What follows belongs to an exercise in optimizing a design on an open flow for small area, a short achievable clock period and few clock cycles per item; a production flow would make more cautious choices. Function was checked by simulation only, so behaviour that the tests miss may differ from the original. Power and IR drop assume default switching activity.

## sha2_digest
module sha2_digest (
  input  wire         clk,
  input  wire         rst,         
  input  wire         start,       
  input  wire [1:0]   alg,         
  input  wire [47:0]  msg_len,     
  input  wire         in_valid,
  input  wire [63:0]  in_data,     
  output wire         in_ready,
  output wire         done,
  output wire [511:0] digest       
);
  localparam [1:0] ALG_384 = 2'd0, ALG_256 = 2'd1, ALG_512 = 2'd2, ALG_512_256 = 2'd3;
  localparam [1:0] S_FILL = 2'd0, S_ROUND = 2'd2, S_UPDATE = 2'd3;
  function automatic [63:0] krom (input [6:0] j);
    reg [63:0] k;
    begin
      case (j)
      7'd1: k = 64'h428a2f98d728ae22;
      7'd2: k = 64'h7137449123ef65cd;
      7'd3: k = 64'hb5c0fbcfec4d3b2f;
      7'd4: k = 64'he9b5dba58189dbbc;
      7'd5: k = 64'h3956c25bf348b538;
      7'd6: k = 64'h59f111f1b605d019;
      7'd7: k = 64'h923f82a4af194f9b;
      7'd8: k = 64'hab1c5ed5da6d8118;
      7'd9: k = 64'hd807aa98a3030242;
      7'd10: k = 64'h12835b0145706fbe;
      7'd11: k = 64'h243185be4ee4b28c;
      7'd12: k = 64'h550c7dc3d5ffb4e2;
      7'd13: k = 64'h72be5d74f27b896f;
      7'd14: k = 64'h80deb1fe3b1696b1;
      7'd15: k = 64'h9bdc06a725c71235;
      7'd16: k = 64'hc19bf174cf692694;
      7'd17: k = 64'he49b69c19ef14ad2;
      7'd18: k = 64'hefbe4786384f25e3;
      7'd19: k = 64'h0fc19dc68b8cd5b5;
      7'd20: k = 64'h240ca1cc77ac9c65;
      7'd21: k = 64'h2de92c6f592b0275;
      7'd22: k = 64'h4a7484aa6ea6e483;
      7'd23: k = 64'h5cb0a9dcbd41fbd4;
      7'd24: k = 64'h76f988da831153b5;
      7'd25: k = 64'h983e5152ee66dfab;
      7'd26: k = 64'ha831c66d2db43210;
      7'd27: k = 64'hb00327c898fb213f;
      7'd28: k = 64'hbf597fc7beef0ee4;
      7'd29: k = 64'hc6e00bf33da88fc2;
      7'd30: k = 64'hd5a79147930aa725;
      7'd31: k = 64'h06ca6351e003826f;
      7'd32: k = 64'h142929670a0e6e70;
      7'd33: k = 64'h27b70a8546d22ffc;
      7'd34: k = 64'h2e1b21385c26c926;
      7'd35: k = 64'h4d2c6dfc5ac42aed;
      7'd36: k = 64'h53380d139d95b3df;
      7'd37: k = 64'h650a73548baf63de;
      7'd38: k = 64'h766a0abb3c77b2a8;
      7'd39: k = 64'h81c2c92e47edaee6;
      7'd40: k = 64'h92722c851482353b;
      7'd41: k = 64'ha2bfe8a14cf10364;
      7'd42: k = 64'ha81a664bbc423001;
      7'd43: k = 64'hc24b8b70d0f89791;
      7'd44: k = 64'hc76c51a30654be30;
      7'd45: k = 64'hd192e819d6ef5218;
  ...
Settings: LEC_CHECK=0, CAP_MARGIN=20, CORE_MARGIN=2, CORE_UTILIZATION=60, PLACE_DENSITY=0.7, SETUP_SLACK_MARGIN=5, SLEW_MARGIN=20, SYNTH_MEMORY_MAX_BITS=8192, TNS_END_PERCENT=10; clock period 10.0 ns.
run.sh (not shown) runs the stock make flow with config.mk's settings and CLKGATE_MAP_FILE= SYNTH_SCRIPT=/design/flow/synth_recipe.tcl, a recipe that flattens the netlist after the stock synthesis.
The first run failed in global routing (5_1_grt).
Testbench counts at the start, summed over its fixed seeds: cycles 89,946, bytes 107,673.
Edit:
Settings changed: CORE_UTILIZATION 60 to 30, PLACE_DENSITY 0.7 to 0.35, TNS_END_PERCENT 10 to default.
This time the run went through all stages and came out clean.
Synthesized cell count is unchanged.
Area after synthesis is unchanged.


Another version of the RTL of sha2_digest (not shown whole).
Size: roughly 13,000 cells after synthesis, about 2,200 flip-flops.
Settings: LEC_CHECK=0, CAP_MARGIN=30, CORE_MARGIN=2, CORE_UTILIZATION=45, PLACE_DENSITY=0.55, SETUP_SLACK_MARGIN=5, SLEW_MARGIN=30, SYNTH_MEMORY_MAX_BITS=8192; clock period 10.0 ns.
standard.sh (not shown) runs the stock make flow with config.mk's settings and CLKGATE_MAP_FILE= SYNTH_SCRIPT=/design/flow/synth_recipe.tcl, a recipe that flattens the netlist after the stock synthesis.
==> flow/flow/run.sh <==
#!/bin/bash
set -euo pipefail
bash standard.sh "BUFFER_PORTS_ARGS=-buffer_cell sky130_fd_sc_hd__buf_1" finish > standard_flow.log 2>&1
Testbench counts at the start, summed over its fixed seeds: cycles 89,946, bytes 107,673.
Rerun with:
Settings changed: CORE_UTILIZATION 45 to 48, PLACE_DENSITY 0.55 to 0.58.
What happened: Design area goes down slightly. Power decreases by a few percent. Cell count falls slightly. Sequential power is about the same. Critical path depth decreases by 1. Hold slack gets worse by 38 ps. Setup slack improves by 73 ps. Routed wire length is lower by a few percent. Maximum frequency came out higher slightly. Global-route usage climbs by 1.3 points. Non-clock buffer count shrinks by 17.
Rerun with:
Settings changed: CTS_CLUSTER_DIAMETER set to 100, CTS_CLUSTER_SIZE set to 25.
After rerunning: The new run produced a clean layout; global-route usage came out lower by 0.27 points; setup slack gains 7.0 ps; design area falls by about 2%; total power decreases by 7.9%; cell count drops by 1.4%; utilization is lower by 1.2 points; maximum frequency stays flat; sequential share of layout area goes up by 0.88 points; count of clock-buffer cells in the layout came out lower by 154.

==> static timing again, ports no longer ideal <==
In the flow no input, the clock included, has a driving cell. The finished layouts below were timed again as built, in two steps. Step 1 assumes that a clkbuf_16 drives the clock port and a buf_2 every other input. Step 2 also shifts input and output timing later by t, the mid clock arrival at the registers, as if the neighbouring blocks saw the same clock. Three values: ideal ports, drivers, drivers and shift; two values: the first two.
run	shift t [ns]	setup slack, ns	worst register clock-pin slew, ns
the second run of note 1	1.101	3.837 / 3.837 / 3.644	0.08 / 0.08
the first run of note 2	1.050	4.251 / 4.251 / 4.251	0.09 / 0.09
the second run of note 2	1.022	4.324 / 4.324 / 3.946	0.08 / 0.08
the third run of note 2	1.039	4.331 / 4.331 / 4.010	0.12 / 0.12
After both steps every run listed still meets setup and hold. For the second run of note 2, which loses most, drivers alone change the setup slack by 0.000 ns; drivers and shift together by -0.378 ns.
